Background: an optimization exercise with open tools, aiming at small area, a short achievable clock period and few clock cycles per item. Do not read the settings as production practice. The RTL was checked by simulation tests, not by an equivalence proof against the original design. The flow treats the clock pin as an ideal source, which a real chip does not have. Power is estimated from default activity; no workload was simulated.

**flow/constraint.sdc**
```tcl
create_clock -name core_clock -period 15.0 [get_ports {clk}]
set_input_delay 3.0000 -clock core_clock [delete_from_list [all_inputs] [get_ports {clk}]]
set_output_delay 3.0000 -clock core_clock [all_outputs]
set_load 0.01 [all_outputs]
```
**flow/flow/rt.tcl**
```tcl
# After clock tree synthesis: repair setup timing with a setup margin, so
# that paths longer than the clock period less the margin get resized or
# buffered (the constraints themselves are unchanged), then legalise again.
estimate_parasitics -placement
repair_timing -setup -setup_margin 11.0 -verbose
detailed_placement
check_placement -verbose
```
**flow/flow/ports.tcl**
```tcl
# Size the buffers that buffer_ports put on the input and output ports
# (everything but the clock) to a plain buf_4.
set block [ord::get_db_block]
set nswap 0
foreach bterm [$block getBTerms] {
  set net [$bterm getNet]
  if {$net == "NULL"} { continue }
  if {[$net getSigType] == "CLOCK" || [$bterm getName] == "clk"} { continue }
  foreach iterm [$net getITerms] {
    set inst [$iterm getInst]
    set mname [[$inst getMaster] getName]
    if {[string match "sky130_fd_sc_hd__*buf*" $mname] && $mname != "sky130_fd_sc_hd__buf_4"} {
      replace_cell [get_cells [$inst getName]] sky130_fd_sc_hd__buf_4
      incr nswap
    }
  }
}
puts "ports.tcl: resized $nswap port buffers"
```
**flow/flow/run.sh**
```bash
#!/bin/bash
# The standard layout (the standard.sh: unchanged synthesis and steps)
# with two hooks:
#  - after global placement, flow/ports.tcl sizes the buffers that
#    buffer_ports put on the input and output ports to buf_4;
#  - after clock tree synthesis, flow/rt.tcl runs a setup repair with a
#    margin, then legalises the placement again.
# make's full output goes to standard_flow.log; each ORFS step keeps its own
# log under orfs/logs/.
set -euo pipefail
export POST_GLOBAL_PLACE_TCL="$PWD/flow/ports.tcl"
export POST_CTS_TCL="$PWD/flow/rt.tcl"
bash standard.sh > standard_flow.log 2>&1
```
**flow/config.mk**
```make
export PLATFORM = sky130hd
export DESIGN_NAME = sage_enc
export DESIGN_NICKNAME = sage_enc
export VERILOG_FILES = /design/flow/design.v
export SDC_FILE = /design/flow/constraint.sdc
export NUM_CORES = 4
export LEC_CHECK = 0
export CAP_MARGIN = 20
export CORE_MARGIN = 2
export CORE_UTILIZATION = 50
export CTS_BUF_LIST = sky130_fd_sc_hd__clkbuf_16
export CTS_CLUSTER_DIAMETER = 80
export CTS_CLUSTER_SIZE = 20
export GPL_ROUTABILITY_DRIVEN = 1
export PLACE_DENSITY = 0.65
export SLEW_MARGIN = 20
```
**flow/standard.sh**
```bash
#!/bin/bash
# synth_recipe.tcl (not shown) runs the flow's synth.tcl, then flattens the netlist and writes it again
# the make line also repeats each setting of config.mk as NAME=value (left out here)
make -C /OpenROAD-flow-scripts/flow DESIGN_CONFIG=/design/flow/config.mk WORK_HOME=/design/flow/orfs CLKGATE_MAP_FILE= SYNTH_SCRIPT=/design/flow/synth_recipe.tcl "${@:-finish}"
```
**flow/design.v**
```verilog
module sage_enc (
    input  wire        clk,
    input  wire        rst,
    input  wire        in_valid,
    output wire        in_ready,
    input  wire [11:0] in_sample,
    input  wire [3:0]  in_mode,
    input  wire [3:0]  in_range,
    input  wire [7:0]  in_flags,
    input  wire [5:0]  in_chg_index,
    output wire        out_valid,
    input  wire        out_ready,
    output wire [31:0] out_data,
    output wire        out_last
);
    localparam integer D = 66;           
    function [12:0] zigzag(input [11:0] a, input [11:0] b);
        reg [12:0] d;
        begin
            d = {a[11], a} - {b[11], b};
            zigzag = d[12] ? ~{d[11:0], 1'b0} : {d[11:0], 1'b0};
        end
    endfunction
    reg        in_rdy_r;
    reg  [6:0] occ;             
    wire       fire = in_valid & in_rdy_r;
    reg        iv;
    reg [11:0] ix;
    reg  [5:0] iidx;
    reg        ifirst, ilast;
    reg  [3:0] imode;
    reg  [3:0] im1h;            
    reg [17:0] imeta;
    assign in_ready = in_rdy_r;
    always @(posedge clk) begin
        ix     <= in_sample;
        ifirst <= (iidx == 6'd0);
        ilast  <= (iidx == 6'd63);
        if (fire && iidx == 6'd0) begin
            imode <= in_mode;
            im1h  <= {in_mode == 4'h5, in_mode == 4'h4, in_mode == 4'h3, in_mode == 4'h2};
            imeta <= {in_range, in_flags, in_chg_index};
        end
        if (rst) begin
            iv   <= 1'b0;
            iidx <= 6'd0;
        end else begin
            iv <= fire;
            if (fire)
                iidx <= iidx + 6'd1;
        end
    end
    reg [11:0] mem [0:D-1];
    reg  [6:0] wptr;
    always @(posedge clk) begin
        if (iv)
            mem[wptr] <= ix;
        if (rst)
            wptr <= 7'd0;
        else if (iv)
            wptr <= (wptr == D - 1) ? 7'd0 : wptr + 7'd1;
    end
    reg  [11:0] px;
    wire [12:0] wu = zigzag(ix, px);
    reg  [9:0] s0, s1, s2;
    reg  [8:0] s3, s4, s5, s6;
    reg  [7:0] s7, s8;
    reg  [6:0] s9, s10;
    reg        nz11;
    reg [10:0] vf;              
    function [9:0] sat10(input [9:0] s, input [12:0] t);
        reg [10:0] sum;
        begin
            sum   = {1'b0, s} + ((t[12:10] != 3'd0) ? 11'd1023 : {1'b0, t[9:0]});
            sat10 = sum[10] ? 10'h3FF : sum[9:0];
        end
    endfunction
    function [8:0] sat9(input [8:0] s, input [9:0] t);
        reg [9:0] sum;
        begin
            sum  = {1'b0, s} + (t[9] ? 10'd511 : {1'b0, t[8:0]});
            sat9 = sum[9] ? 9'h1FF : sum[8:0];
        end
    endfunction
    function [7:0] sat8(input [7:0] s, input [7:0] t);
        reg [8:0] sum;
        begin
            sum  = {1'b0, s} + {1'b0, t};
            sat8 = sum[8] ? 8'hFF : sum[7:0];
        end
    endfunction
    function [6:0] sat7(input [6:0] s, input [6:0] t);
        reg [7:0] sum;
        begin
            sum  = {1'b0, s} + {1'b0, t};
            sat7 = sum[7] ? 7'h7F : sum[6:0];
        end
    endfunction
    wire [10:0] iy = ix[11] ? ~ix[10:0] : ix[10:0];
    reg  [10:0] xv;
    integer e, mm;
    always @(*) begin
        xv = 11'd0;
        for (mm = 2; mm < 6; mm = mm + 1) begin
            if (im1h[mm - 2]) begin
                xv[0] = xv[0] | ({4'd0, iy} >= (15'd1 << (mm - 1)));
                for (e = 1; e < 11; e = e + 1)
                    xv[e] = xv[e] | (ix[11] ? ({4'd0, iy} >= (((15'd1 << mm) + 15'd1) << (e - 1)))
                                            : ({4'd0, iy} >= (((15'd1 << mm) - 15'd1) << (e - 1))));
            end
        end
    end
    wire [10:0] gxv = iv ? xv : 11'd0;
    wire        clr = iv && ifirst;
    reg  [12:0] gu;
    reg         clr_r;
    always @(posedge clk) begin
        if (iv)
            px <= ix;
        gu    <= iv ? wu : 13'd0;
        clr_r <= clr;
        if (clr)
            vf <= xv;
        else
            vf <= vf | gxv;
    end
    always @(posedge clk) begin
        begin
            if (clr_r) begin
                s0   <= 10'd0; s1 <= 10'd0; s2 <= 10'd0;
                s3   <= 9'd0;  s4 <= 9'd0;  s5 <= 9'd0;  s6 <= 9'd0;
                s7   <= 8'd0;  s8 <= 8'd0;
                s9   <= 7'd0;  s10 <= 7'd0;
                nz11 <= 1'b0;
            end else begin
                s0   <= sat10(s0, gu);
                s1   <= sat10(s1, {1'b0, gu[12:1]});
                s2   <= sat10(s2, {2'b0, gu[12:2]});
                s3   <= sat9(s3, gu[12:3]);
                s4   <= sat9(s4, {1'b0, gu[12:4]});
                s5   <= sat9(s5, {2'b0, gu[12:5]});
                s6   <= sat9(s6, {3'b0, gu[12:6]});
                s7   <= sat8(s7, {2'b0, gu[12:7]});
                s8   <= sat8(s8, {3'b0, gu[12:8]});
                s9   <= sat7(s9, {3'b0, gu[12:9]});
                s10  <= sat7(s10, {4'b0, gu[12:10]});
                nz11 <= nz11 | (gu[12:11] != 2'd0);
            end
        end
    end
    reg        dec1, dec2;
    reg        r_early;         
    reg        p_new;           
    reg  [3:0] p_mode, p_exp;
    reg [17:0] p_meta;
    wire [10:0] cmp;
    assign cmp[0]  = (s0 != 10'h3FF) && ({1'b0, s0} <= {1'b0, s1} + 11'd63);
    assign cmp[1]  = (s1 != 10'h3FF) && ({1'b0, s1} <= {1'b0, s2} + 11'd63);
    assign cmp[2]  = (s2 != 10'h3FF) && ({1'b0, s2} <= {2'b0, s3} + 11'd63);
    assign cmp[3]  = (s3 != 9'h1FF)  && ({1'b0, s3} <= {1'b0, s4} + 10'd63);
    assign cmp[4]  = (s4 != 9'h1FF)  && ({1'b0, s4} <= {1'b0, s5} + 10'd63);
    assign cmp[5]  = (s5 != 9'h1FF)  && ({1'b0, s5} <= {1'b0, s6} + 10'd63);
    assign cmp[6]  = (s6 != 9'h1FF)  && ({1'b0, s6} <= {2'b0, s7} + 10'd63);
    assign cmp[7]  = (s7 != 8'hFF)   && ({1'b0, s7} <= {1'b0, s8} + 9'd63);
    assign cmp[8]  = (s8 != 8'hFF)   && ({1'b0, s8} <= {2'b0, s9} + 9'd63);
    assign cmp[9]  = (s9 != 7'h7F)   && ({1'b0, s9} <= {1'b0, s10} + 8'd63);
    assign cmp[10] = (s10 != 7'h7F)  && ((s10 <= 7'd63) || nz11);
    wire fit_any = (s0 <= 10'd693) || (s1 <= 10'd630) || (s2 <= 10'd567) ||
                   (s3 <= 9'd504) || (s4 <= 9'd441) || (s5 <= 9'd378) ||
                   (s6 <= 9'd315) || (s7 <= 8'd252) || (s8 <= 8'd189) ||
                   (s9 <= 7'd126) || (s10 <= 7'd63) || !nz11;
    reg [3:0] kstar;
    integer kk;
    always @(*) begin
        kstar = 4'd11;
        for (kk = 10; kk >= 0; kk = kk - 1)
            if (cmp[kk])
                kstar = kk[3:0];
    end
    reg [3:0] e_blk;
    integer ee;
    always @(*) begin
        e_blk = 4'd0;
        for (ee = 0; ee < 11; ee = ee + 1)
            if (vf[ee])
                e_blk = ee[3:0] + 4'd1;
    end
    wire w_last = iv && ilast;
    wire p_is_l = p_mode[3];
    reg  [6:0] rptr;
    reg  [5:0] ridx;
    reg        r_v;
    reg [11:0] r_x;
    reg        r_first, r_last;
    reg  [3:0] a_mode, a_exp;   
    wire       r_cons;
    wire       r_free   = !r_v || r_cons;
    wire       readable = (ridx != 6'd0) || p_new || dec1;
    wire       rd       = r_free && readable;
    wire       r_start  = rd && (ridx == 6'd0);
    wire [3:0] d_mode = !p_is_l ? p_mode : (fit_any ? 4'h8 : 4'h9);
    wire [3:0] d_exp  = !p_is_l ? p_exp  : (fit_any ? kstar : 4'd0);
    always @(posedge clk) begin
        if (w_last) begin
            p_mode <= imode;
            p_meta <= imeta;
        end
        if (dec1)
            p_exp <= e_blk;
        if (dec2) begin
            p_mode <= d_mode;
            p_exp  <= d_exp;
        end
        if (rst) begin
            dec1  <= 1'b0;
            dec2  <= 1'b0;
            r_early <= 1'b0;
            p_new <= 1'b0;
        end else begin
            dec1 <= w_last;
            dec2 <= dec1;
            if (dec1 && !r_start)
                p_new <= 1'b1;
            else if (r_start)
                p_new <= 1'b0;
            r_early <= r_start && dec1;
        end
    end
    reg  [11:0] rdata;
    integer ri;
    always @(*) begin
        rdata = 12'd0;
        for (ri = 0; ri < D; ri = ri + 1)
            rdata = rdata | (mem[ri] & {12{rptr == ri}});
    end
    always @(posedge clk) begin
        if (rd) begin
            r_x     <= rdata;
            r_first <= (ridx == 6'd0);
            r_last  <= (ridx == 6'd63);
        end
        if (r_start || r_early) begin
            a_mode <= (dec2 || r_early) ? d_mode : p_mode;
            a_exp  <= (dec2 || r_early) ? d_exp : (dec1 ? e_blk : p_exp);
        end
        if (rst) begin
            rptr <= 7'd0;
            ridx <= 6'd0;
            r_v  <= 1'b0;
        end else begin
            if (rd) begin
                rptr <= (rptr == D - 1) ? 7'd0 : rptr + 7'd1;
                ridx <= ridx + 6'd1;
            end
            if (rd)
                r_v <= 1'b1;
            else if (r_cons)
                r_v <= 1'b0;
        end
    end
    wire [6:0] occ_i  = occ + {6'd0, iv};
    wire [6:0] occ_n  = rd ? occ_i - 7'd1 : occ_i;
    wire       n_lt   = rd ? (occ_i < D + 1) : (occ_i < D);
    wire       n_lt1  = rd ? (occ_i < D) : (occ_i < D - 1);
    always @(posedge clk) begin
        if (rst) begin
            occ      <= 7'd0;
            in_rdy_r <= 1'b1;
        end else begin
            occ      <= occ_n;
            in_rdy_r <= fire ? n_lt1 : n_lt;
        end
    end
    reg        u_v;
    reg [12:0] u_qf;
    reg [10:0] u_rr;
    reg [11:0] u_v12;           
    reg        u_first, u_last;
    reg  [3:0] u_mode, u_exp;
    reg  [3:0] u_lim;           
    reg  [3:0] u_k1;            
    reg        u_fit;           
    wire       u_cons;
    wire       u_chunk;         
    wire [12:0] u_qrest;
    wire       u_fit_n;
    wire       u_ld = (!u_v || u_cons) && r_v;
    assign     r_cons = u_ld;
    wire [12:0] ru  = zigzag(r_x, u_v12);
    wire [12:0] rqf = ru >> a_exp;
    wire [10:0] rrr = ru[10:0] & ((11'd1 << a_exp) - 11'd1);
    wire [17:0] rthr = {13'd0, 5'd16 - {1'b0, a_exp}} << a_exp;
    wire        rfit0 = ({5'd0, ru} < rthr);
    wire [11:0] sfl    = $signed(r_x) >>> a_exp;
    wire [11:0] smask  = (12'd1 << a_exp) - 12'd1;
    wire [11:0] shalf  = (12'd1 << a_exp) >> 1;
    wire        sguard = |(r_x & shalf);
    wire        ssticky = |(r_x & (smask >> 1));
    wire        sup    = sguard && (ssticky || sfl[0]);
    wire [4:0]  sq     = sfl[4:0] + {4'd0, sup};
    always @(posedge clk) begin
        if (u_chunk) begin
            u_qf    <= u_qrest;
            u_fit   <= u_fit_n;
        end
        if (u_ld) begin
            u_qf    <= rqf;
            u_fit   <= rfit0;
            u_rr    <= rrr;
            u_v12   <= a_mode[3] ? r_x : {7'd0, sq};
            u_first <= r_first;
            u_last  <= r_last;
            u_mode  <= a_mode;
            u_exp   <= a_exp;
            u_lim   <= 4'd15 - a_exp;
            u_k1    <= a_exp + 4'd1;
        end
        if (rst)
            u_v <= 1'b0;
        else if (u_ld)
            u_v <= 1'b1;
        else if (u_cons)
            u_v <= 1'b0;
    end
    reg        f_v;
    reg [15:0] f_val;
    reg  [4:0] f_len;
    reg        f_first, f_last;
    wire       p_cons;
    wire       f_fin;           
    wire       f_ld = (!f_v || p_cons) && u_v;
    assign     u_cons  = f_ld && f_fin;
    assign     u_chunk = f_ld && !f_fin;
    wire [2:0] m   = u_mode[2:0];
    wire [15:0] sval   = {u_v12[4:0], 11'd0} << (3'd5 - m);
    wire [12:0] qq   = u_qf;
    wire [10:0] rr   = u_rr;
    wire [3:0]  lim  = u_lim;
    wire [3:0]  k1   = u_k1;
    wire        rbig = (qq[12:4] != 9'd0);
    wire        rfit = u_fit;
    wire [15:0] ones = ~(16'hFFFF >> qq[3:0]);
    wire [15:0] rpos = {5'd0, rr} << (lim - qq[3:0]);
    wire [15:0] rval = rfit ? (ones | rpos) : (rbig ? 16'hFFFF : ones);
    wire [4:0]  rlen = rfit ? (qq[4:0] + {1'b0, k1}) : (rbig ? 5'd16 : qq[4:0]);
    wire        s_mode = !u_mode[3];
    wire        rice   = !u_mode[3] ? 1'b0 : (u_mode[0] == 1'b0);
    wire        use_r  = rice && !u_first;
    assign      f_fin  = !use_r || rfit;
    assign      u_qrest = qq - (rbig ? 13'd16 : qq);
    assign      u_fit_n = !rbig || (qq[12:5] == 8'd0 && qq[3:0] <= lim);
    always @(posedge clk) begin
        if (f_ld) begin
            f_first <= u_first;
            if (use_r) begin
                f_val  <= rval;
                f_len  <= rlen;
                f_last <= rfit && u_last;
            end else if (s_mode) begin
                f_val  <= sval;
                f_len  <= {2'd0, m};
                f_last <= u_last;
            end else begin
                f_val  <= {u_v12, 4'd0};
                f_len  <= 5'd12;
                f_last <= u_last;
            end
        end
        if (rst) begin
            f_v <= 1'b0;
        end else begin
            if (f_ld)
                f_v <= 1'b1;
            else if (p_cons)
                f_v <= 1'b0;
        end
    end
    reg [79:0] pk;
    reg  [6:0] pc;              
    reg        hdr_done;        
    reg        lh, ll;          
    reg        ov;
    wire [31:0] header = {p_mode, p_exp, p_meta, 6'd0};
    wire       need_h = f_first && !hdr_done;
    wire       t_norm = f_v && !need_h && (pc <= 7'd48);
    wire       t_merg = f_v && need_h && (pc == 7'd0 || pc == 7'd32);
    wire       t_hdr  = 1'b0;
    assign     p_cons = t_norm || t_merg;
    wire [79:0] fshift = {f_val, 64'd0} >> pc[5:0];
    wire [79:0] ins = t_merg ? (pc[5] ? {32'd0, header, f_val} : {header, f_val, 32'd0}) :
                      t_norm ? fshift : 80'd0;
    wire [6:0]  ilen = t_merg ? 7'd32 + {2'b0, f_len} :
                       t_norm ? {2'b0, f_len} : 7'd0;
    wire [6:0]  craw = pc + ilen;
    wire        endb = p_cons && f_last;
    wire [6:0]  cnew = endb ? ((craw <= 7'd32) ? 7'd32 : 7'd64) : craw;
    wire [79:0] pnew = pk | ins;
    wire        lnew = (endb && craw <= 7'd32) ? 1'b1 : lh;
    wire        lnew2 = (endb && craw > 7'd32) ? 1'b1 : ll;
    wire        pop  = ov && out_ready;
    wire [6:0]  cpop = cnew - 7'd32;
    always @(posedge clk) begin
        if (rst) begin
            pk       <= 80'd0;
            pc       <= 7'd0;
            hdr_done <= 1'b0;
            lh       <= 1'b0;
            ll       <= 1'b0;
            ov       <= 1'b0;
        end else begin
            pk <= pop ? {pnew[47:0], 32'd0} : pnew;
            pc <= pop ? cpop : cnew;
            ov <= pop ? (cpop >= 7'd32) : (cnew >= 7'd32);
            lh <= pop ? lnew2 : lnew;
            ll <= pop ? 1'b0 : lnew2;
            if (t_hdr)
                hdr_done <= 1'b1;
            else if (p_cons)
                hdr_done <= 1'b0;
        end
    end
    assign out_valid = ov;
    assign out_data  = pk[79:48];
    assign out_last  = lh;
endmodule
```
==> results.cfg, run 1 <==
[outcome]
status = finished clean

[drt]
wire_per_inst_um = 30.4
met2WireLength_mm = 87.5
met1_length_mm = 78.4
via_per_inst = 6.69
wl_met3_mm = 25.8
dr.pass1.iters = 6
top_layer_used = met5
drcViolationCount = 0
detail-route-antenna-nets = 0
num_vias = 44800
routed_wl_mm = 204
drt_iter0_markers = 6481

[setup_path]
cp.required_ns = 15.36
critPathTopFamily = simple AND/OR/NAND/NOR gates
crit_type = flop to flop
arrival_ns = 4.82
crit_path_top_delay_cell = nor3_1
crit_top_cell = nand4_1
end_kind = flop
critPathMaxFanout = 16
worstPathCellList = nand3b_1 > nor2_1 > buf_4 > a22o_1 > a221oi_1 > nand4_1 > nor3_1 > nand4_1
cpPeakStageDelay_ns = 1.07
worst-path-buf-inv = 1
reg2reg_slack_ns = 10.54
cp-start-kind = flop

[logic_synthesis]
ys_top_cells_by_area = edfxtp_1, dfxtp_1, ha_1
syn_area_per_cell_um2 = 11.8
ys_warn_count = 1
synthDistinctLibCells = 105
yosys_most_used_dff = edfxtp_1
synth_top_area_share_pct = 48.0
syn_area_um2 = 59200
syn_nets = 5357
synth_edf_count = 947
synthArstFlopShare_pct = 0
ys_ff_latch = 1219
synth.yosys.seq_area_share_pct = 57.2
synthCells = 5032
yosys.area.top_type = edfxtp_1

[global_routing]
track_usage_pct = 33.0
grt_max_degree = 83
grt_pass1_vias = 41700
antenna_found_initial = 11
grt_pass1_wl_mm = 292
grt_remaining_overflow = 0

[die]
coreArea_um2 = 118000
io-pin-count = 73
fp-row-count = 126
start_util_pct = 50.3
die-height_um = 348
fp.dieW_um = 348
dieArea_um2 = 121000

[placement]
hpwl_mm = 139
dp_slack_ns = 10.35
dp_cells = 6534
io_buffers = 72

[finish]
final_nets = 5420
final_cell_count_no_fill = 6699
area_growth_pct = 9.46
drive_above_1_share_pct = 11.5

[timing]
period_minus_slack_ns = 4.46
setup_ws_ns = 10.54
hold_viol = 0
drv_slew = 0
rsz0062_at_grt = no
finalSetupTns_ns = 0
period_share_pct = 29.8
max_clock_freq_ghz = 0.224
skew_ns = 0.0672
slew_headroom_pct = 12.8
finalSetupViolations = 0
tightest_slew_ns = 1.30
hold_ws_ns = 0.409

[clocking]
clkTransAtPathRegs_ns = 0.08
clock_latency_ns = 0.72
cts_tree = yes
cts_num_sinks = 1219

[power_and_ir_drop]
p_leak_uw = 0.0230
vdd_drop_max_v = 0.000127
power_density_nw_per_um2 = 140

[min_path]
min_path_type = flop to flop

[run]
max_cap_viol_count = 0
-- cell usage after synthesis (38+ instances only) --
master and n:
edfxtp_1 947, nor2_1 437, dfxtp_1 272, ha_1 271
a21oi_1 270, nand2_1 265, clkbuf_1 213, inv_1 187
a22oi_1 177, a221oi_1 155, o21ai_0 152, a22o_1 135
xnor2_1 135, nand3_1 110, nand4_1 100, xor2_1 89
nor3_1 88, a211oi_1 82, mux2i_1 73, nor2b_1 55
and2_1 46, nand2b_1 46, a21o_1 45, nor4_1 39
mux2_2 38
-- cell families (layout without fill, tap and decap cells) --
family | after synthesis | after routing | share of synthesized area, %
buf+inv | 477 | 599 | 3.34
flops | 1219 | 1219 | 57.2
mux | 124 | 124 | 2.44
xor+xnor | 224 | 224 | 3.31
fa+ha+maj | 287 | 287 | 6.27
simple gates | 1352 | 1352 | 11.1
other cells | 1 | 10 | 0.00633
compound gates | 1348 | 1348 | 16.3
-- report_power, final --
part           switching [uW]  internal, uW  leakage [uW]  total, uW
Sequential                363          3860        0.0108       4220
Combinational            1490          1170        0.0109       2660
Clock                    1230           987       0.00130       2220
-- metrics by stage --
stage	area, um^2	power, uW	utilization [%]
floorplan	59200	6160	-
global placement	62100	6800	52.8
detailed placement	62000	6870	52.6
global route	64800	9590	55.0
finish	64800	9100	55.0
-- routing by layer --
layer	track usage, %	vias to the layer above
li1	-	19400
met1	44.2	22000
met2	49.2	2839
met3	10.2	611
met4	15.1	18
met5	1.48	-
-- worst paths after layout --
path / startpoint / to / cells past startpoint
worst max-delay path: rptr[6] / r_x[10] / 8
worst min-delay path: imeta[2] / p_meta[2] / 0
worst max register to register: rptr[6] / r_x[10] / 8
worst min register to register: imeta[2] / p_meta[2] / 0
-- layout by cell type (no fill, tap or decap), types with 28 or more instances in the layout --
cell type and n:
dfxtp_1 222, a31oi_1 35, or2_2 28, and2_1 44
o21ai_0 152, buf_4 228, clkbuf_16 78, a211oi_1 81
nor2_2 40, nor2_1 398, nor4_1 33, nand2_1 265
xor2_1 89, a22oi_1 177, nand2b_1 46, nand3_1 110
a21o_1 45, o22ai_1 34, inv_1 221, and3_1 34
a221oi_1 155, edfxtp_1 947, nor2b_1 54, xnor2_1 135
mux2_2 38, or3_1 36, ha_1 271, a22o_1 135
nor3_1 82, mux2i_1 72, buf_6 37, nand4_1 100
a21oi_1 269
-- area by class of cell --
type	count	area [um^2]
Tap cell	1536	1920
Timing Repair Buffer	266	2150
Sequential cell	1219	34000
Clock buffer	78	1950
Multi-Input combinational cell	3336	23600
Antenna cell	9	22.5
Inverter	193	733
Clock inverter	61	463
Timing Repair inverter	1	5.00
Fill cell	9835	53000
-- registers in the layout (all words and copies together) (netlist names), 8 cells and up --
register	cells
s1	10
px	12
s5	9
s6	9
mem	792
s3	9
s8	8
ix	12
u_rr	11
r_x	12
imeta	18
u_v12	12
p_meta	18
vf	11
u_qf	13
gu	13
s2	10
s0	10
f_val	16
s7	8
s4	9
pk	80
-- worst reg2reg max path: stages (launching register included) --
cell and delay, ns:
dfxtp_1 0.44, nand3b_1 0.75, nor2_1 0.36, buf_4 0.33, a22o_1 0.27, a221oi_1 0.26, nand4_1 0.25, nor3_1 1.08
nand4_1 0.38
Testbench counts, summed over its fixed seeds: cycles 66,400, blocks 1,024.
==> run 2, diff against run 1 <==
==> flow/flow/run.sh (replaced) <==
#!/bin/bash
# The standard layout (the standard.sh: unchanged synthesis and steps)
# with three hooks:
#  - after global placement, flow/ports.tcl sizes the buffers that
#    buffer_ports put on the input and output ports to buf_4;
#  - after clock tree synthesis, flow/rt.tcl runs a setup repair with a
#    margin, then legalises the placement again;
#  - after global routing, flow/grt.tcl repeats that repair with global-route
#    parasitics and re-routes the changed nets incrementally.
# make's full output goes to standard_flow.log; each ORFS step keeps its own
# log under orfs/logs/.
set -euo pipefail
export POST_GLOBAL_PLACE_TCL="$PWD/flow/ports.tcl"
export POST_CTS_TCL="$PWD/flow/rt.tcl"
export POST_GLOBAL_ROUTE_TCL="$PWD/flow/grt.tcl"
bash standard.sh > standard_flow.log 2>&1
==> flow/flow/grt.tcl (new file) <==
# After global routing: repair setup timing again, now with global-route
# parasitics and the same margin, then legalise and re-route the changed
# nets incrementally, as ORFS's own global-route repair does.
estimate_parasitics -global_routing
repair_timing -setup -setup_margin 11.0 -verbose
global_route -start_incremental
detailed_placement
global_route -end_incremental
check_placement -verbose
estimate_parasitics -global_routing
write_guides $::env(RESULTS_DIR)/route.guide
==> run 2 against run 1 <==
Routed wire length is 0.28% higher. Core utilization is 0.26 points higher. Critical endpoint is now r_x[11]. Non-clock buffer count is 18 higher. Final area is 0.47% higher. Worst setup slack better by 0.22 ns. Global-route usage stayed put.
==> results.cfg, run 2 <==
[outcome]
status = finished clean

[drt]
num_vias = 44900
drt_iter0_markers = 6218
via_per_inst = 6.68
wire_per_inst_um = 30.5
detail-route-antenna-nets = 0
dr.pass1.iters = 7
drcViolationCount = 0
routed_wl_mm = 204

[logic_synthesis]
ys_top_cells_by_area = edfxtp_1, dfxtp_1, ha_1
syn_area_per_cell_um2 = 11.8
yosys.area.top_type = edfxtp_1
yosys_most_used_dff = edfxtp_1
synth.yosys.seq_area_share_pct = 57.2
syn_area_um2 = 59200
syn_nets = 5357
synth_common_cells = edfxtp_1, nor2_1, dfxtp_1
synthCells = 5032
synth_edf_count = 947
synthArstFlopShare_pct = 0
synth_top_area_share_pct = 48.0
ys_ff_latch = 1219
synthDistinctLibCells = 105
synth.most_common_cell = edfxtp_1
ys_warn_count = 1

[finish]
ff_latch_area_um2 = 34000
fill_cells = 9811
area_growth_pct = 9.98
drive_above_1_share_pct = 12.1
multiInputGateArea_um2 = 23700
mostFrequentLayoutCell = edfxtp_1
top_regs = mem (792), pk (80)
largest_reg_flops = 792
final_nets = 5438
mostFrequentLayoutCells = edfxtp_1, nor2_1, ha_1
largest-register = mem
final_cell_count_no_fill = 6714

[global_routing]
grt_pass1_vias = 41700
track_usage_pct = 33.0
antenna_found_initial = 11
grt_remaining_overflow = 0
grt_max_degree = 83
grt_pass1_wl_mm = 292

[die]
die-height_um = 348
fp-row-count = 126
dieArea_um2 = 121000
fp.dieW_um = 348
start_util_pct = 50.3
io-pin-count = 73
coreArea_um2 = 118000

[min_path]
hold_path_depth = 0
min_path_type = flop to flop
holdPathEnd = p_meta[2]
hp-start = imeta[2]

[timing]
hold_viol = 0
period_share_pct = 28.3
max_clock_freq_ghz = 0.236
skew_ns = 0.0689
period_minus_slack_ns = 4.24
finalSetupViolations = 0
finalSetupTns_ns = 0
drv_slew = 0
slew_headroom_pct = 14.1
tightest_slew_ns = 1.28

[placement]
dp_cells = 6534
hpwl_mm = 139
io_buffers = 72

[run]
max_cap_viol_count = 0

[clocking]
cts_tree = yes
cts_num_sinks = 1219
clkTransAtPathRegs_ns = 0.08
clock_latency_ns = 0.73

[setup_path]
cp.required_ns = 15.36
critPathTopFamily = simple AND/OR/NAND/NOR gates
crit_path_top_delay_cell = nand2_1
cpPeakStageDelay_ns = 0.61
end_kind = flop
cp-start-kind = flop
arrival_ns = 4.60
r2r_end = r_x[11]
reg2reg_depth = 9
worst-path-buf-inv = 1
timing.rr.start = rptr[4]
critPathMaxFanout = 16
worstPathCellList = nor2_1 > nand2_1 > nor2_1 > buf_4 > a22o_1 > a221oi_1 > nand4_1 > nor4_1 > nand4_1
reg2reg_slack_ns = 10.76
crit_type = flop to flop

[power_and_ir_drop]
power_density_nw_per_um2 = 140
vdd_drop_max_v = 0.000126
p_leak_uw = 0.0231
run 2: cell counts after synthesis:
Identical to the previous run, type by type.
run 2: cell families (layout without fill, tap and decap cells):
logic type / Yosys count / in the layout / share of synthesized area [%]
simple gates: 1352 / 1352 / 11.1
other cells: 1 / 7 / 0.00633
compound gates: 1348 / 1348 / 16.3
xor+xnor: 224 / 224 / 3.31
flops: 1219 / 1219 / 57.2
buf+inv: 477 / 617 / 3.34
mux: 124 / 124 / 2.44
fa+ha+maj: 287 / 287 / 6.27
run 2: how the worst max path moves through the flow:
stage,startpoint,end,slack (ns),cells past startpoint
2_1_floorplan,in_valid,im1h[0],10.58,3
3_3_place_gp,out_ready,ov,10.21,6
3_5_place_dp,rst,pc[5],10.35,6
6_report,rptr[4],r_x[11],10.76,9
run 2: through the flow:
step	instance area [um^2]	utilization (%)	worst slack [ns]	hold slack, ns	power (uW)
6_report	65100	55.3	10.76	0.410	9120
3_5_place_dp	62000	52.6	10.35	0.405	6870
3_3_place_gp	62100	52.8	10.21	0.401	6800
2_1_floorplan	59200	-	10.58	0.400	6160
run 2: per-layer routing:
metal / global-route usage, % / wire (um) / vias up
met4: 15.1 / 11600 / 12
met2: 49.2 / 87500 / 2856
met1: 44.2 / 78900 / 22000
met3: 10.2 / 26100 / 593
met5: 1.48 / 329 / -
li1: - / - / 19400
run 2: cell type report:
class                           count  share of cell area [%]
Timing Repair inverter              1                 0.00769
Clock buffer                       78                    3.00
Clock inverter                     61                   0.711
Multi-Input combinational cell   3336                    36.3
Tap cell                         1536                    2.95
Antenna cell                        6                  0.0231
Inverter                          193                    1.13
Timing Repair Buffer              284                    3.59
Sequential cell                  1219                    52.2
run 2: power breakdown:
part           switching, uW  total, uW  internal [uW]
combinational           1500       2680           1180
clock                   1230       2220            987
sequential               363       4220           3860
total                   3090       9120           6030
run 2: worst reg2reg max path: stages (launching register included):
cell,delay (ns)
dfxtp_1,0.46
nor2_1,0.07
nand2_1,0.61
nor2_1,0.47
buf_4,0.33
a22o_1,0.25
a221oi_1,0.56
nand4_1,0.17
nor4_1,0.58
nand4_1,0.37
==> run 3, diff against run 2 <==
--- a/flow/config.mk
+++ b/flow/config.mk
@@ -7,10 +7,10 @@
 export LEC_CHECK = 0
 export CAP_MARGIN = 20
 export CORE_MARGIN = 2
-export CORE_UTILIZATION = 50
+export CORE_UTILIZATION = 25
 export CTS_BUF_LIST = sky130_fd_sc_hd__clkbuf_16
 export CTS_CLUSTER_DIAMETER = 80
 export CTS_CLUSTER_SIZE = 20
 export GPL_ROUTABILITY_DRIVEN = 1
-export PLACE_DENSITY = 0.65
+export PLACE_DENSITY = 0.4
 export SLEW_MARGIN = 20
==> run 3 against run 2 <==
Clock power increased by 17%. Area after synthesis unchanged. Core utilization decreased by 26 points. Register-to-register slack improved by 0.21 ns. Die area increased by 99%. Sequential power about the same. Critical path depth decreased by 8. Non-clock buffer count increased by 37. Clock skew increased by 0.0016 ns. Cell count increased by 25%. Fmax decreased by 1.9%. Flip-flop and latch count unchanged.
==> results.cfg, run 3 <==
[setup_path]
worst-path-buf-inv = 1
crit_path_top_delay_cell = dfxtp_4
arrival_ns = 1.32
end_kind = output pin
cp.required_ns = 12.00
worstPathCellList = buf_6
critPathMaxFanout = 3
cpPeakStageDelay_ns = 0.43
critPathTopFamily = flip-flops
cp-start-kind = flop
crit_type = flop to output pin

[placement]
hpwl_mm = 170
io_buffers = 72

[logic_synthesis]
synthMuxAreaShare_pct = 2.44
synthCells = 5032
synthAdderAreaFrac_pct = 6.27
synth-xor-area-share_pct = 3.31
synth_edf_count = 947
synth_compound_area_share_pct = 16.3
syn_nets = 5357
yosys.area.top_type = edfxtp_1
synth.yosys.seq_area_share_pct = 57.2
synth_top_area_share_pct = 48.0
synthArstFlopShare_pct = 0
synth.most_common_cell = edfxtp_1
yosys_most_used_dff = edfxtp_1
syn_area_um2 = 59200
ys_warn_count = 1
synth_common_cells = edfxtp_1, nor2_1, dfxtp_1
synthDistinctLibCells = 105
synth_top_family_by_area = compound AO/OA/AOI/OAI gates
ys_ff_latch = 1219
ys_top_cells_by_area = edfxtp_1, dfxtp_1, ha_1
synth-simple-area-share_pct = 11.1
syn_area_per_cell_um2 = 11.8

[drt]
dr.pass1.iters = 7
routed_wl_mm = 249
via_per_inst = 5.27
detail-route-antenna-nets = 0
num_vias = 44200
wire_per_inst_um = 29.7
drcViolationCount = 0
drt_iter0_markers = 4062

[power_and_ir_drop]
p_leak_uw = 0.0236
power_density_nw_per_um2 = 141
vdd_drop_max_v = 0.0000883

[die]
coreArea_um2 = 235000
start_util_pct = 25.2
dieArea_um2 = 241000
fp-row-count = 178
fp.dieW_um = 491
die-height_um = 491
io-pin-count = 73

[finish]
top_regs = mem (792), pk (80)
mostFrequentLayoutCell = edfxtp_1
largest-register = mem
largest_reg_flops = 792
drive_above_1_share_pct = 14.0
mostFrequentLayoutCells = edfxtp_1, nor2_1, buf_4
area_growth_pct = 15.6
fill_cells = 24100
final_nets = 5484

[timing]
finalSetupViolations = 0
finalSetupTns_ns = 0
hold_viol = 0
hold_ws_ns = 0.421
skew_ns = 0.0705
period_share_pct = 28.8
period_minus_slack_ns = 4.32
max_clock_freq_ghz = 0.231
slew_headroom_pct = 9.38
tightest_slew_ns = 1.35
drv_slew = 0

[global_routing]
antenna_found_initial = 12
grt_pass1_vias = 42400
grt_max_degree = 71
grt_remaining_overflow = 0
use_met2_pct = 33.2
grt-busiest-layer = met2
grt_use_met3_pct = 3.92
gr-usage-met1_pct = 25.8
track_usage_pct = 20.0
grt_pass1_wl_mm = 344

[outcome]
status = finished clean

[clocking]
clock_latency_ns = 0.79
cts_tree = yes
clkTransAtPathRegs_ns = 0.07
cts_num_sinks = 1219

[run]
max_cap_viol_count = 0

[min_path]
min_path_type = flop to flop
-- run 3: final timing paths --
| kind | end | startpoint | depth (start not counted) | slack, ns |
|---|---|---|---|---|
| setup / recovery | out_valid | ov | 1 | 10.68 |
| hold / removal | u_mode[0] | a_mode[0] | 0 | 0.42 |
| setup reg to reg | r_x[10] | rptr[0] | 10 | 10.97 |
| hold reg to reg | u_mode[0] | a_mode[0] | 0 | 0.42 |
-- run 3: layout make-up --
type,count,area (um^2),area share [%]
flip-flops and latches,1219,34000,49.7
inverters,193,737,1.08
repair buffers,321,2730,3.98
clock buffers,90,2250,3.29
well taps,3150,3940,5.76
multi-input cells,3336,24000,35.1
clock inverters,67,741,1.08
diodes,3,7.51,0.0110
repair inverters,1,5.00,0.00731
-- run 3: logic make-up after synthesis --
logic type	Yosys count
AND/OR/NAND/NOR	1352
multiplexers	124
flip-flops	1219
buffers and inverters	477
XOR/XNOR	224
other	1
AO/OA/AOI/OAI	1348
adder cells (fa/ha/maj)	287
-- run 3: layer usage --
layer,up-vias,routed length (um)
li1,19600,-
met2,1544,118000
met4,12,9380
met3,362,16900
met5,-,80
met1,22700,104000
-- run 3: per-stage QoR --
stage | std cells | setup WS, ns | util [%] | cell area [um^2] | total power [uW]
3_3_place_gp | 8152 | 10.08 | 27.3 | 64200 | 6960
3_5_place_dp | 8153 | 10.22 | 27.2 | 64100 | 6970
2_1_floorplan | 5032 | 10.58 | - | 59200 | 6160
6_report | 8380 | 10.68 | 29.1 | 68400 | 9620
-- run 3: report_power, final --
group	switching [uW]	internal [uW]	leakage, uW
Clock	1380	1220	0.00152
Sequential	390	3860	0.0108
Combinational	1550	1220	0.0113
==> run 4, diff against run 3 <==
--- a/flow/design.v
+++ b/flow/design.v
@@ -187,7 +187,9 @@
     end
     wire w_last = iv && ilast;
     wire p_is_l = p_mode[3];
-    reg  [6:0] rptr;
+    localparam integer NROW = (D + 7) / 8;
+    reg  [NROW-1:0] rrow;
+    reg  [7:0] rcol;
     reg  [5:0] ridx;
     reg        r_v;
     reg [11:0] r_x;
@@ -231,7 +233,7 @@
     always @(*) begin
         rdata = 12'd0;
         for (ri = 0; ri < D; ri = ri + 1)
-            rdata = rdata | (mem[ri] & {12{rptr == ri}});
+            rdata = rdata | (mem[ri] & {12{rrow[ri / 8] & rcol[ri % 8]}});
     end
     always @(posedge clk) begin
         if (rd) begin
@@ -244,12 +246,20 @@
             a_exp  <= (dec2 || r_early) ? d_exp : (dec1 ? e_blk : p_exp);
         end
         if (rst) begin
-            rptr <= 7'd0;
+            rrow <= {{(NROW-1){1'b0}}, 1'b1};
+            rcol <= 8'd1;
             ridx <= 6'd0;
             r_v  <= 1'b0;
         end else begin
             if (rd) begin
-                rptr <= (rptr == D - 1) ? 7'd0 : rptr + 7'd1;
+                if (rrow[(D - 1) / 8] && rcol[(D - 1) % 8]) begin
+                    rrow <= {{(NROW-1){1'b0}}, 1'b1};
+                    rcol <= 8'd1;
+                end else begin
+                    rcol <= {rcol[6:0], rcol[7]};
+                    if (rcol[7])
+                        rrow <= {rrow[NROW-2:0], rrow[NROW-1]};
+                end
                 ridx <= ridx + 6'd1;
             end
             if (rd)
--- a/flow/config.mk
+++ b/flow/config.mk
@@ -7,10 +7,10 @@
 export LEC_CHECK = 0
 export CAP_MARGIN = 20
 export CORE_MARGIN = 2
-export CORE_UTILIZATION = 25
+export CORE_UTILIZATION = 50
 export CTS_BUF_LIST = sky130_fd_sc_hd__clkbuf_16
 export CTS_CLUSTER_DIAMETER = 80
 export CTS_CLUSTER_SIZE = 20
 export GPL_ROUTABILITY_DRIVEN = 1
-export PLACE_DENSITY = 0.4
+export PLACE_DENSITY = 0.65
 export SLEW_MARGIN = 20
==> run 4 against run 3 <==
Sequential power about the same. Via count down 0.78%. First-iteration DRC count up 51%. Global-route usage up 12 points. Area after synthesis down 0.24%. Clock power down 11%. Combinational power down 8.3%. Routed wire length down 22%. Core utilization up 26 points. Critical path type unchanged.
==> results.cfg, run 4 <==
[logic_synthesis]
synthDistinctLibCells = 106
synth_common_cells = edfxtp_1, nor2_1, a21oi_1
synth-simple-area-share_pct = 11.1
synth.most_common_cell = edfxtp_1
synthMuxAreaShare_pct = 2.09
synth_top_area_share_pct = 48.1
synth.yosys.seq_area_share_pct = 57.7
synthAdderAreaFrac_pct = 6.20
ys_warn_count = 1
ys_ff_latch = 1229
syn_nets = 5337
synth-xor-area-share_pct = 3.19
ys_top_cells_by_area = edfxtp_1, dfxtp_1, ha_1
synth_top_family_by_area = compound AO/OA/AOI/OAI gates
yosys_most_used_dff = edfxtp_1
synthArstFlopShare_pct = 0
syn_area_per_cell_um2 = 11.8
synth_compound_area_share_pct = 16.3
yosys.area.top_type = edfxtp_1
synth_edf_count = 947
syn_area_um2 = 59100
synthCells = 5016

[drt]
drt_iter0_markers = 6118
num_vias = 43800
via_per_inst = 6.56
detail-route-antenna-nets = 0
routed_wl_mm = 195
dr.pass1.iters = 6
drcViolationCount = 0
wire_per_inst_um = 29.2

[setup_path]
crit_path_top_delay_cell = dfxtp_4
r2r_end = r_x[11]
crit_type = flop to output pin
reg2reg_slack_ns = 10.89
endpoint = out_valid
reg2reg_depth = 9
arrival_ns = 1.23
cpPeakStageDelay_ns = 0.41
cp.required_ns = 12.00
end_kind = output pin
worst-path-buf-inv = 1
critPathMaxFanout = 3
worst-path-stages = 1
worstPathCellList = buf_6
critPathTopFamily = flip-flops
crit_start = ov
cp-start-kind = flop
timing.rr.start = rrow[6]

[power_and_ir_drop]
power_density_nw_per_um2 = 140
p_leak_uw = 0.0231
vdd_drop_max_v = 0.000114

[timing]
period_minus_slack_ns = 4.23
tightest_slew_ns = 1.27
slew_headroom_pct = 15.1
max_clock_freq_ghz = 0.237
period_share_pct = 28.2
finalSetupViolations = 0
hold_viol = 0
drv_slew = 0
skew_ns = 0.0439
finalSetupTns_ns = 0

[clocking]
clkTransAtPathRegs_ns = 0.08
clock_latency_ns = 0.72
cts_num_sinks = 1229
cts_tree = yes

[finish]
fill_cells = 9836
drive_above_1_share_pct = 11.6
final_nets = 5400
final_cell_count_no_fill = 6686
mostFrequentLayoutCell = edfxtp_1
top_regs = mem (792), pk (80)
largest_reg_flops = 792
mostFrequentLayoutCells = edfxtp_1, nor2_1, a21oi_1
largest-register = mem
area_growth_pct = 9.94

[run]
max_cap_viol_count = 0

[die]
dieArea_um2 = 121000
io-pin-count = 73
die-height_um = 348
start_util_pct = 50.2
fp-row-count = 126
fp.dieW_um = 348
coreArea_um2 = 118000

[global_routing]
grt_pass1_wl_mm = 281
track_usage_pct = 31.7
grt_max_degree = 89
grt_pass1_vias = 40400
grt_remaining_overflow = 0
antenna_found_initial = 13

[placement]
hpwl_mm = 129
io_buffers = 72
dp_cells = 6492

[outcome]
status = finished clean

[min_path]
min_path_type = flop to flop
hp-start = imeta[7]
-- run 4: cell count changes in the layout (fill, tap and decap cells not counted), moves of 24 or more --
cell      delta
a221oi_1    -47
a21oi_1     +36
and2_1      +51
buf_4       -38
a222oi_1    +33
o21ai_0     +33
inv_1       +24
a22o_1      -30
nor2_1      -45
-- run 4: metal layers --
metal | global-route usage [%] | routed length (um) | part of all wire (%) | vias to the layer above
met4 | 14.3 | 11100 | 5.7 | 14
met3 | 7.64 | 23900 | 12 | 551
met1 | 42.7 | 74300 | 38 | 21300
met2 | 48.5 | 85600 | 44 | 2706
li1 | - | - | - | 19300
met5 | 0.440 | 93 | 0.048 | -
-- run 4: power by group --
part           internal [uW]  leakage (uW)  switching (uW)
registers               3890        0.0109             355
clock network           1070       0.00141            1240
logic                   1140        0.0108            1400
-- run 4: kinds of logic (layout without fill, tap and decap cells) --
family / count (synthesis) / in the layout
mux: 104 / 104
xor+xnor: 215 / 215
fa+ha+maj: 283 / 283
buf+inv: 487 / 618
other cells: 1 / 4
flops: 1229 / 1229
compound gates: 1371 / 1371
simple gates: 1326 / 1326
-- run 4: worst min-delay path by stage --
| stage | to | slack (ns) | cells past startpoint |
|---|---|---|---|
| 2_1_floorplan | p_meta[0] | 0.40 | 0 |
| 3_3_place_gp | p_meta[1] | 0.40 | 0 |
| 3_5_place_dp | p_meta[17] | 0.41 | 0 |
| 6_report | p_meta[7] | 0.42 | 0 |
-- run 4: through the flow --
step	total power [uW]	setup slack (ns)	instance area, um^2	util, %	hold WS [ns]
2_1_floorplan	6100	10.66	59100	-	0.400
3_3_place_gp	6700	9.96	61800	52.5	0.400
3_5_place_dp	6760	10.39	61600	52.4	0.405
6_report	9090	10.77	64900	55.2	0.415
-- run 4: layout make-up --
class / count / area, um^2 / share of cell area (%)
Inverter: 195 / 741 / 1.14
Clock buffer: 83 / 2080 / 3.20
Tap cell: 1536 / 1920 / 2.96
Multi-Input combinational cell: 3300 / 23200 / 35.7
Antenna cell: 3 / 7.51 / 0.0116
Timing Repair Buffer: 272 / 2250 / 3.47
Sequential cell: 1229 / 34200 / 52.7
Clock inverter: 68 / 518 / 0.798
Testbench counts of run 4, summed over its fixed seeds: cycles 66,400, blocks 1,024.
==> run 5, diff against run 4 <==
--- a/flow/config.mk
+++ b/flow/config.mk
@@ -7,10 +7,10 @@
 export LEC_CHECK = 0
 export CAP_MARGIN = 20
 export CORE_MARGIN = 2
-export CORE_UTILIZATION = 50
+export CORE_UTILIZATION = 38
 export CTS_BUF_LIST = sky130_fd_sc_hd__clkbuf_16
 export CTS_CLUSTER_DIAMETER = 80
 export CTS_CLUSTER_SIZE = 20
 export GPL_ROUTABILITY_DRIVEN = 1
-export PLACE_DENSITY = 0.65
+export PLACE_DENSITY = 0.55
 export SLEW_MARGIN = 20
==> run 5 against run 4 <==
Critical path depth unchanged. Critical path type unchanged. Critical endpoint unchanged. Sequential share of layout area shrank 0.57 points. Worst hold slack lost 0.0097 ns. Non-clock buffer count increased by 5. Final area up 1.1%. Largest power group unchanged. Cell count is 7.5% higher. Highest routed layer unchanged. Clock power is 4% higher. Total power is 1.3% higher.
==> results.cfg, run 5 <==
[placement]
hpwl_mm = 137
dp_cells = 7002
io_buffers = 72

[finish]
drive_above_1_share_pct = 11.8
largest-register = mem
area_growth_pct = 11.2
final_nets = 5408
mostFrequentLayoutCell = edfxtp_1
final_cell_count_no_fill = 7188
top_regs = mem (792), pk (80)
largest_reg_flops = 792
mostFrequentLayoutCells = edfxtp_1, nor2_1, a21oi_1

[global_routing]
grt_pass1_vias = 41000
grt_pass1_wl_mm = 295
grt_max_degree = 88
track_usage_pct = 25.6
antenna_found_initial = 11
grt_remaining_overflow = 0

[timing]
finalSetupTns_ns = 0
finalSetupViolations = 0
drv_slew = 0
period_minus_slack_ns = 4.24
max_clock_freq_ghz = 0.236
period_share_pct = 28.3
tightest_slew_ns = 1.33
slew_headroom_pct = 11.4
hold_viol = 0
skew_ns = 0.0478

[setup_path]
cp-start-kind = flop
worst-path-buf-inv = 1
critPathMaxFanout = 3
arrival_ns = 1.24
crit_path_top_delay_cell = dfxtp_4
cp.required_ns = 12.00
critPathTopFamily = flip-flops
crit_type = flop to output pin
cpPeakStageDelay_ns = 0.40
worstPathCellList = buf_6
end_kind = output pin

[drt]
wire_per_inst_um = 29.0
via_per_inst = 6.08
drt_iter0_markers = 5808
drcViolationCount = 0
num_vias = 43700
routed_wl_mm = 208
detail-route-antenna-nets = 0
dr.pass1.iters = 6

[die]
start_util_pct = 38.3
io-pin-count = 73
coreArea_um2 = 154000
die-height_um = 398
fp.dieW_um = 398
dieArea_um2 = 159000
fp-row-count = 144

[logic_synthesis]
synth_edf_count = 947
ys_warn_count = 1
synthCells = 5016
synth_common_cells = edfxtp_1, nor2_1, a21oi_1
synth.most_common_cell = edfxtp_1
synthArstFlopShare_pct = 0
syn_area_um2 = 59100
yosys.area.top_type = edfxtp_1
ys_ff_latch = 1229
synth_top_area_share_pct = 48.1
syn_nets = 5337
synthDistinctLibCells = 106
yosys_most_used_dff = edfxtp_1
synth.yosys.seq_area_share_pct = 57.7
syn_area_per_cell_um2 = 11.8
ys_top_cells_by_area = edfxtp_1, dfxtp_1, ha_1

[power_and_ir_drop]
p_leak_uw = 0.0230
vdd_drop_max_v = 0.000106
power_density_nw_per_um2 = 140

[clocking]
cts_num_sinks = 1229
cts_tree = yes
clock_latency_ns = 0.75
clkTransAtPathRegs_ns = 0.09

[min_path]
min_path_type = flop to flop

[outcome]
status = finished clean

[run]
max_cap_viol_count = 0
-- run 5: through the flow --
stage | power [uW] | instance area (um^2) | util [%] | hold slack, ns | setup slack, ns
after floorplan | 6100 | 59100 | - | 0.400 | 10.66
after detailed placement | 6780 | 62300 | 40.4 | 0.405 | 10.17
after global placement | 6730 | 62400 | 40.5 | 0.401 | 9.69
final | 9200 | 65700 | 42.6 | 0.405 | 10.76
-- run 5: kinds of logic (layout without fill, tap and decap cells) --
logic type	after synthesis	after routing	share of synthesized area (%)
AOI/OAI and AO/OA	1371	1371	16.3
muxes	104	104	2.09
and+or+nand+nor	1326	1326	11.1
other	1	3	0.00635
buffers and inverters	487	613	3.40
DFF	1229	1229	57.7
xor gates and xnor gates	215	215	3.19
adders and majority gates	283	283	6.20
-- run 5: routing by layer --
metal  vias up  routed length [um]  global-route usage [%]
met1     21700               84400                    35.2
met5         -                  49                       0
met2      2262               93100                    40.0
met3       420               20700                    4.63
met4         8               10000                    10.5
li1      19300                   -                       -
-- run 5: power by group --
part / switching [uW] / total, uW / internal, uW
logic: 1410 / 2560 / 1140
clock network: 1310 / 2400 / 1100
registers: 354 / 4240 / 3890
-- run 5: final cells by class --
class,instances,area [um^2]
clock inverter,56,546
tap,2044,2560
timing repair buffer,277,2260
inverter,195,741
sequential,1229,34200
antenna,2,5.00
fill,14600,88600
multi-input combinational,3300,23200
clock buffer,85,2130
-- run 5: final timing paths --
| kind | from | end | slack, ns | depth (start not counted) |
|---|---|---|---|---|
| hold reg to reg | imeta[5] | p_meta[5] | 0.41 | 0 |
| setup reg to reg | r_x[5] | u_fit | 10.96 | 14 |
| setup / recovery | ov | out_valid | 10.76 | 1 |
| hold / removal | imeta[5] | p_meta[5] | 0.41 | 0 |
==> run 6, diff against run 5 <==
--- a/flow/flow/grt.tcl
+++ b/flow/flow/grt.tcl
@@ -2,7 +2,7 @@
 # parasitics and the same margin, then legalise and re-route the changed
 # nets incrementally, as ORFS's own global-route repair does.
 estimate_parasitics -global_routing
-repair_timing -setup -setup_margin 11.0 -verbose
+repair_timing -setup -setup_margin 11.3 -verbose
 global_route -start_incremental
 detailed_placement
 global_route -end_incremental
==> flow/flow/rt.tcl (replaced) <==
# After clock tree synthesis: repair setup timing with a setup margin, so
# that paths longer than the clock period less the margin get resized or
# buffered (the constraints themselves are unchanged), then legalise again.
estimate_parasitics -placement
repair_timing -setup -setup_margin 11.3 -verbose
detailed_placement
check_placement -verbose
--- a/flow/config.mk
+++ b/flow/config.mk
@@ -7,10 +7,10 @@
 export LEC_CHECK = 0
 export CAP_MARGIN = 20
 export CORE_MARGIN = 2
-export CORE_UTILIZATION = 38
+export CORE_UTILIZATION = 50
 export CTS_BUF_LIST = sky130_fd_sc_hd__clkbuf_16
 export CTS_CLUSTER_DIAMETER = 80
 export CTS_CLUSTER_SIZE = 20
 export GPL_ROUTABILITY_DRIVEN = 1
-export PLACE_DENSITY = 0.55
+export PLACE_DENSITY = 0.65
 export SLEW_MARGIN = 20
==> run 6 against run 5 <==
Critical endpoint unchanged. Largest cell class unchanged. Die area fell by 24%. Fmax increased by 0.19%. Still clean on timing, DRC and antenna. Worst setup slack better by 0.0081 ns.
==> results.cfg, run 6 <==
[die]
die-height_um = 348
start_util_pct = 50.2
fp.dieW_um = 348
fp-row-count = 126
coreArea_um2 = 118000
io-pin-count = 73
dieArea_um2 = 121000

[placement]
dp_cells = 6492
hpwl_mm = 129
io_buffers = 72

[setup_path]
cp-start-kind = flop
crit_type = flop to output pin
critPathTopFamily = flip-flops
cp.required_ns = 12.00
arrival_ns = 1.23
reg2reg_slack_ns = 11.02
timing.rr.start = r_x[0]
worstPathCellList = buf_6
critPathMaxFanout = 3
r2r_end = u_fit
worst-path-buf-inv = 1
cpPeakStageDelay_ns = 0.42
end_kind = output pin
crit_path_top_delay_cell = dfxtp_4
reg2reg_depth = 18

[timing]
finalSetupViolations = 0
finalSetupTns_ns = 0
slew_headroom_pct = 12.0
max_clock_freq_ghz = 0.236
hold_viol = 0
tightest_slew_ns = 1.31
period_minus_slack_ns = 4.23
period_share_pct = 28.2
skew_ns = 0.0437
drv_slew = 0

[drt]
routed_wl_mm = 196
dr.pass1.iters = 7
drt_iter0_markers = 6082
drcViolationCount = 0
wire_per_inst_um = 29.2
detail-route-antenna-nets = 0
via_per_inst = 6.57
num_vias = 44100

[run]
max_cap_viol_count = 0

[finish]
largest_reg_flops = 792
final_nets = 5419
drive_above_1_share_pct = 12.7
top_regs = mem (792), pk (80)
largest-register = mem
mostFrequentLayoutCell = edfxtp_1
final_cell_count_no_fill = 6703
mostFrequentLayoutCells = edfxtp_1, nor2_1, a21oi_1
area_growth_pct = 10.6

[global_routing]
track_usage_pct = 31.8
use_met2_pct = 48.6
grt_pass1_vias = 40600
antenna_found_initial = 14
grt-busiest-layer = met2
grt_max_degree = 89
grt_use_met3_pct = 7.79
grt_pass1_wl_mm = 282
grt_remaining_overflow = 0
gr-usage-met1_pct = 42.9

[logic_synthesis]
ys_top_cells_by_area = edfxtp_1, dfxtp_1, ha_1
synthCells = 5016
synth_top_area_share_pct = 48.1
syn_area_per_cell_um2 = 11.8
synthArstFlopShare_pct = 0
yosys_most_used_dff = edfxtp_1
synth.yosys.seq_area_share_pct = 57.7
synth_edf_count = 947
syn_area_um2 = 59100
synth_common_cells = edfxtp_1, nor2_1, a21oi_1
syn_nets = 5337
ys_warn_count = 1
synthDistinctLibCells = 106
ys_ff_latch = 1229
synth.most_common_cell = edfxtp_1
yosys.area.top_type = edfxtp_1

[clocking]
cts_num_sinks = 1229
cts_tree = yes
clkTransAtPathRegs_ns = 0.08
clock_latency_ns = 0.73

[power_and_ir_drop]
power_density_nw_per_um2 = 140
design_power_total_uw = 9180
p_leak_uw = 0.0232
vdd_drop_max_v = 0.000114

[min_path]
hp-start = imeta[7]
min_path_type = flop to flop
holdPathEnd = p_meta[7]
hold_path_depth = 0

[outcome]
status = finished clean
run 6: stage by stage:
step,util [%],worst slack (ns),hold WS [ns],instance area [um^2]
floorplan,-,10.66,0.400,59100
global placement,52.5,9.96,0.400,61800
detailed placement,52.4,10.39,0.405,61600
finish,55.6,10.77,0.418,65300
run 6: logic make-up (layout without fill, tap and decap cells):
logic type,Yosys count,count (layout),synth area share [%]
adder cells (fa/ha/maj),283,283,6.20
XOR/XNOR,215,215,3.19
AO/OA/AOI/OAI,1371,1373,16.3
AND/OR/NAND/NOR,1326,1326,11.1
buffers and inverters,487,635,3.40
flip-flops,1229,1229,57.7
other,1,2,0.00635
multiplexers,104,104,2.09
run 6: area by class of cell:
| type | count | area (um^2) |
|---|---|---|
| clock inverter | 68 | 518 |
| clock buffer | 83 | 2080 |
| tap | 1536 | 1920 |
| sequential | 1229 | 34200 |
| inverter | 195 | 741 |
| timing repair buffer | 289 | 2430 |
| fill | 9805 | 52300 |
| multi-input combinational | 3302 | 23400 |
| antenna | 1 | 2.50 |
run 6: how the worst max path moves through the flow:
stage              start  slack (ns)   endpoint  cells past startpoint
6_report              ov       10.77  out_valid                      1
2_1_floorplan   in_valid       10.66    im1h[0]                      2
3_5_place_dp   out_ready       10.39      pc[5]                      5
3_3_place_gp   out_ready        9.96      pc[5]                      5
run 6: per-layer routing:
layer / vias up / wire length (um)
met1: 21500 / 76000
met4: 18 / 11400
met2: 2653 / 86000
met3: 598 / 22500
met5: - / 113
li1: 19300 / -
run 6: where the power goes:
part           internal, uW  switching, uW
clock                  1070           1240
combinational          1180           1450
sequential             3890            354
total                  6130           3050

## what the ideal ports hide
The results above use ideal ports. As a check the final layouts listed here were re-extracted and re-timed, cells and wires unchanged.
Step 1 sets driving cells, clkbuf_16 on the clock port and buf_2 on the other inputs (assumed; they add their load-dependent delay and slew).
Step 2, shift: input delay + t, output delay - t, t = (earliest + latest rising clock arrival at the registers) / 2. This alone moves slack from input paths to output paths.
Slacks: ideal ports / drivers / drivers and shift; pairs: ideal ports / drivers.
| run | shift t [ns] | setup slack, ns | latest minus earliest clock arrival (ns) | worst data-port slew with drivers (ns) |
|---|---|---|---|---|
| run 1 | 0.772 | 10.536 / 10.536 / 10.364 | 0.089 / 0.089 | 0.21 |
| run 2 | 0.772 | 10.758 / 10.697 / 10.500 | 0.085 / 0.086 | 0.20 |
| run 3 | 0.842 | 10.677 / 10.590 / 10.408 | 0.079 / 0.079 | 0.22 |
| run 4 | 0.778 | 10.775 / 10.694 / 10.400 | 0.054 / 0.053 | 0.15 |
| run 5 | 0.806 | 10.760 / 10.680 / 10.422 | 0.053 / 0.052 | 0.18 |
| run 6 | 0.779 | 10.768 / 10.687 / 10.663 | 0.059 / 0.058 | 0.13 |
After both steps setup and hold are still met in every run listed. The setup slack of run 4, which loses most, moves by -0.081 ns with the drivers and by -0.375 ns with both steps.
